What follows belongs to an exercise in optimizing a design on an open flow for small area; a production flow would make more cautious choices. The RTL was checked by simulation tests, not by an equivalence proof against the original design. Power figures rest on the tool's default switching activity, not on a simulated workload. The clock port is modelled as an ideal driver; clocking choices that lean on that would not hold on a real chip.

== the baseline ==
==> flow/design.v (excerpt) <==
module sinc_dec_channel (
    input  wire        clk,
    input  wire        rst,         
    input  wire        restart,     
    input  wire        sinc4,       
    input  wire [10:0] osr,         
    input  wire [15:0] ofs,         
    input  wire [15:0] gain,        
    input  wire        md_valid,    
    input  wire        md_bit,      
    output reg         out_valid,
    output wire [15:0] out_value,
    output wire        out_ok,      
    output wire [3:0]  out_settle,
    output wire        out_clip,
    output wire [3:0]  out_seq
);
    function [6:0] add6(input [5:0] a, input [5:0] b, input c);
        integer i;
        reg cc;
        begin
            cc = c;
            for (i = 0; i < 6; i = i + 1) begin
                add6[i] = a[i] ^ b[i] ^ cc;
                cc = (a[i] & b[i]) | (cc & (a[i] ^ b[i]));
            end
            add6[6] = cc;
        end
    endfunction
    function [11:0] add11(input [10:0] a, input [10:0] b, input c);
        integer i;
        reg cc;
        begin
            cc = c;
            for (i = 0; i < 11; i = i + 1) begin
                add11[i] = a[i] ^ b[i] ^ cc;
  ...
Size in the first run: roughly 1400 cells after synthesis, about 480 flip-flops, roughly 76 I/O pins, ~17000 sq um of cells after synthesis.
Settings: LEC_CHECK=0, CAP_MARGIN=20, CORE_MARGIN=2, CORE_UTILIZATION=60, SLEW_MARGIN=20; clock period 10.0 ns.
standard.sh (not shown) runs the stock make flow with config.mk's settings and CLKGATE_MAP_FILE= SYNTH_SCRIPT=/design/flow/synth_recipe.tcl, a recipe that flattens the netlist after the stock synthesis.
==> flow/flow/run.sh <==
#!/bin/bash
# Standard ORFS flow, with single-drive port buffers and a leaner clock tree.
bash standard.sh \
  "BUFFER_PORTS_ARGS=-buffer_cell sky130_fd_sc_hd__buf_1" \
  "CTS_ARGS=-sink_clustering_enable -repair_clock_nets -sink_clustering_size 30 -sink_clustering_max_diameter 150 -buf_list sky130_fd_sc_hd__clkbuf_16 -dont_use_dummy_load -root_buf sky130_fd_sc_hd__clkbuf_4" \
  finish > standard_run.log 2>&1
The baseline: no failed stages, no open violations at the end
Input changes introduced in the candidate (baseline for comparison: the baseline):
==> flow/flow/run.sh <==
#!/bin/bash
# Standard ORFS flow, with single-drive port buffers and a leaner clock tree.
bash standard.sh \
  "BUFFER_PORTS_ARGS=-buffer_cell sky130_fd_sc_hd__buf_1" \
  "CTS_ARGS=-sink_clustering_enable -repair_clock_nets -sink_clustering_size 32 -sink_clustering_max_diameter 100 -buf_list sky130_fd_sc_hd__clkbuf_16 -dont_use_dummy_load -root_buf sky130_fd_sc_hd__clkbuf_4" \
  finish > standard_run.log 2>&1
Findings:
- Comparing the candidate with the baseline, the power density over cell area came out essentially unchanged.
- Delta (the candidate minus the baseline): global-route track usage on met3 has remained practically unchanged; wire length on met2 shows a reduction of 120 microns.

* * *

sinc_dec_channel, a different RTL version from the one above (not shown whole).
For scale: ~510 flip-flops, ~76 I/O pins, ~22,000 µm² of cells after synthesis.
==> flow/config.mk <==
export PLATFORM = sky130hd
export DESIGN_NAME = sinc_dec_channel
export DESIGN_NICKNAME = sinc_dec_channel
export VERILOG_FILES = /design/flow/design.v
export SDC_FILE = /design/flow/constraint.sdc
export NUM_CORES = 4
export LEC_CHECK = 0
export ABC_AREA = 1
export CAP_MARGIN = 20
export CORE_MARGIN = 2
export CORE_UTILIZATION = 40
export CTS_BUF_LIST = sky130_fd_sc_hd__clkbuf_4
export CTS_CLUSTER_SIZE = 30
export SLEW_MARGIN = 20
==> flow/constraint.sdc <==
create_clock -name core_clock -period 10.0 [get_ports {clk}]
set_input_delay 2.0000 -clock core_clock [delete_from_list [all_inputs] [get_ports {clk}]]
set_output_delay 2.0000 -clock core_clock [all_outputs]
set_load 0.01 [all_outputs]
run.sh (not shown) runs the stock make flow with config.mk's settings and CLKGATE_MAP_FILE= SYNTH_SCRIPT=/design/flow/synth_recipe.tcl, a recipe that flattens the netlist after the stock synthesis.
Stock flow here: none of the scripts above is used.
The first run ran to the end with no violations.
Next try:
--- a/flow/config.mk
+++ b/flow/config.mk
@@ -8 +7,0 @@
-export ABC_AREA = 1
@@ -12,2 +10,0 @@
-export CTS_BUF_LIST = sky130_fd_sc_hd__clkbuf_4
-export CTS_CLUSTER_SIZE = 30
Effect: The new run completed without violations. Worst setup slack gets better by 0.087 ns. Area after synthesis fell by a little under a tenth. Sequential power hardly moves. Clock skew hardly moves. Utilization goes up by 0.43 points. Total power came out higher slightly.
Next try:
--- a/flow/config.mk
+++ b/flow/config.mk
@@ -7,0 +8 @@
+export ABC_AREA = 1
The changed run completed without violations.
Global-route usage went up by 2.6 points.
Cell area rises by 7.3%.
Combinational power grows by about 20%.

* * *

exp/sierra:
sinc_dec_channel, a different RTL version from the one above (not shown whole).
Size: ~1400 cells after synthesis, about 76 I/O pins, about 0.017 mm^2 of cells after synthesis.
==> flow/config.mk <==
export PLATFORM = sky130hd
export DESIGN_NAME = sinc_dec_channel
export DESIGN_NICKNAME = sinc_dec_channel
export VERILOG_FILES = /design/flow/design.v
export SDC_FILE = /design/flow/constraint.sdc
export NUM_CORES = 4
export LEC_CHECK = 0
export CAP_MARGIN = 20
export CORE_MARGIN = 2
export CORE_UTILIZATION = 60
export SLEW_MARGIN = 20
==> flow/constraint.sdc <==
create_clock -name core_clock -period 10.0 [get_ports {clk}]
set_input_delay 2.0000 -clock core_clock [delete_from_list [all_inputs] [get_ports {clk}]]
set_output_delay 2.0000 -clock core_clock [all_outputs]
set_load 0.01 [all_outputs]
standard.sh (not shown) runs the stock make flow with config.mk's settings and CLKGATE_MAP_FILE= SYNTH_SCRIPT=/design/flow/synth_recipe.tcl, a recipe that flattens the netlist after the stock synthesis.
==> flow/flow/run.sh <==
#!/bin/bash
# Standard ORFS flow, with single-drive port buffers and a leaner clock tree.
bash standard.sh \
  "BUFFER_PORTS_ARGS=-buffer_cell sky130_fd_sc_hd__buf_1" \
  "CTS_ARGS=-sink_clustering_enable -repair_clock_nets -sink_clustering_size 30 -sink_clustering_max_diameter 150 -buf_list sky130_fd_sc_hd__clkbuf_16 -dont_use_dummy_load -root_buf sky130_fd_sc_hd__clkbuf_4 -tree_buf sky130_fd_sc_hd__clkbuf_4" \
  finish > standard_run.log 2>&1
exp/sierra ran to completion and came out clean on the timing, design-rule and antenna checks.
Here is what was changed in the inputs of exp/xenon compared with exp/sierra.
==> flow/flow/run.sh <==
#!/bin/bash
# Standard ORFS flow, with single-drive port buffers and a leaner clock tree.
bash standard.sh \
  "BUFFER_PORTS_ARGS=-buffer_cell sky130_fd_sc_hd__buf_1" \
  "CTS_ARGS=-sink_clustering_enable -repair_clock_nets -sink_clustering_size 30 -sink_clustering_max_diameter 150 -buf_list sky130_fd_sc_hd__clkbuf_16 -dont_use_dummy_load" \
  finish > standard_run.log 2>&1
==> comparison <==
- Comparing exp/xenon with exp/sierra, the fraction of cell area in non-clock buffers came out essentially unchanged.
- Share of total power in combinational logic: exp/xenon and exp/sierra compared, higher one is exp/sierra
- Proportion of power drawn by flip-flops and latches, exp/xenon and exp/sierra: larger value in exp/sierra
- The area of all placed cells without fillers was comparable across exp/xenon and exp/sierra.
- The higher slack of the critical path came out of exp/sierra.
- Compared with exp/sierra, in exp/xenon share of power burned in the clock network saw an increase, power density over the cells increased by 2.3 mW/mm^2 relative to the old numbers.
- Of exp/xenon and exp/sierra, the run reporting the higher fill cell instance count of the final layout was exp/sierra.
> inputs changed (exp/xenon -> exp/cedar)
==> flow/flow/run.sh <==
#!/bin/bash
# Standard ORFS flow, with single-drive port buffers and a leaner clock tree.
bash standard.sh \
  "BUFFER_PORTS_ARGS=-buffer_cell sky130_fd_sc_hd__buf_1" \
  "CTS_ARGS=-sink_clustering_enable -repair_clock_nets -sink_clustering_size 30 -sink_clustering_max_diameter 150 -buf_list sky130_fd_sc_hd__clkbuf_16 -dont_use_dummy_load -root_buf sky130_fd_sc_hd__clkbuf_4" \
  RECOVER_POWER=100 \
  finish > standard_run.log 2>&1
Findings:
[flow] exp/cedar | stages: complete | final checks: fail | reason: capacitance limit, slew limit. Comparing exp/cedar and exp/xenon, layout overhead on the synthesized area is higher on exp/xenon. Compared with exp/xenon, exp/cedar shows final worst hold slack lower by 0.038 ns. Sequential cell fraction of total power ends up higher on exp/cedar. exp/cedar reports a higher share of the final layout cell area in sequential cells than exp/xenon does. Summary of the comparison: minimum setup slack in the final design is lower in exp/cedar, relative to exp/xenon. Compared with exp/xenon, exp/cedar shows a final period utilization that is 0.62 points higher. exp/cedar and exp/xenon ended up with nearly the same global routing usage on met3.

what the ideal ports hide:
The flow's constraints put no driver on any port. The routed layouts listed below were extracted and timed again, unchanged, in two steps.
Step 1 (the two cells are an assumption about what drives the block):
set clk [get_ports {clk}]
set_driving_cell -lib_cell sky130_fd_sc_hd__clkbuf_16 $clk
set_driving_cell -lib_cell sky130_fd_sc_hd__buf_2 [delete_from_list [all_inputs] $clk]
Step 2 moves the port delays by t, midway between the first and last clock arrival at a register: inputs arrive t later, outputs are due t later. That takes back most of the time a late clock gives input paths.
a / b / c = ideal / step 1 / step 2; a / b = the first two.
run | t (ns) | slack for setup (ns) | worst setup path after step 2 | worst slew at a driven data input, ns
the baseline | 0.770 | 0.975 / 0.975 / 0.975 | register to register | 0.04
the candidate | 0.780 | 0.946 / 0.946 / 0.946 | register to register | 0.04
the first run of note 2 | 0.930 | 1.205 / 1.205 / 1.205 | register to register | 0.05
the second run of note 2 | 0.635 | 1.292 / 1.292 / 1.292 | register to register | 0.08
the third run of note 2 | 0.651 | 1.235 / 1.235 / 1.235 | register to register | 0.05
exp/sierra | 0.770 | 0.854 / 0.854 / 0.854 | register to register | 0.04
exp/xenon | 0.567 | 0.841 / 0.841 / 0.841 | register to register | 0.04
exp/cedar | 0.770 | 0.779 / 0.779 / 0.779 | register to register | 0.04
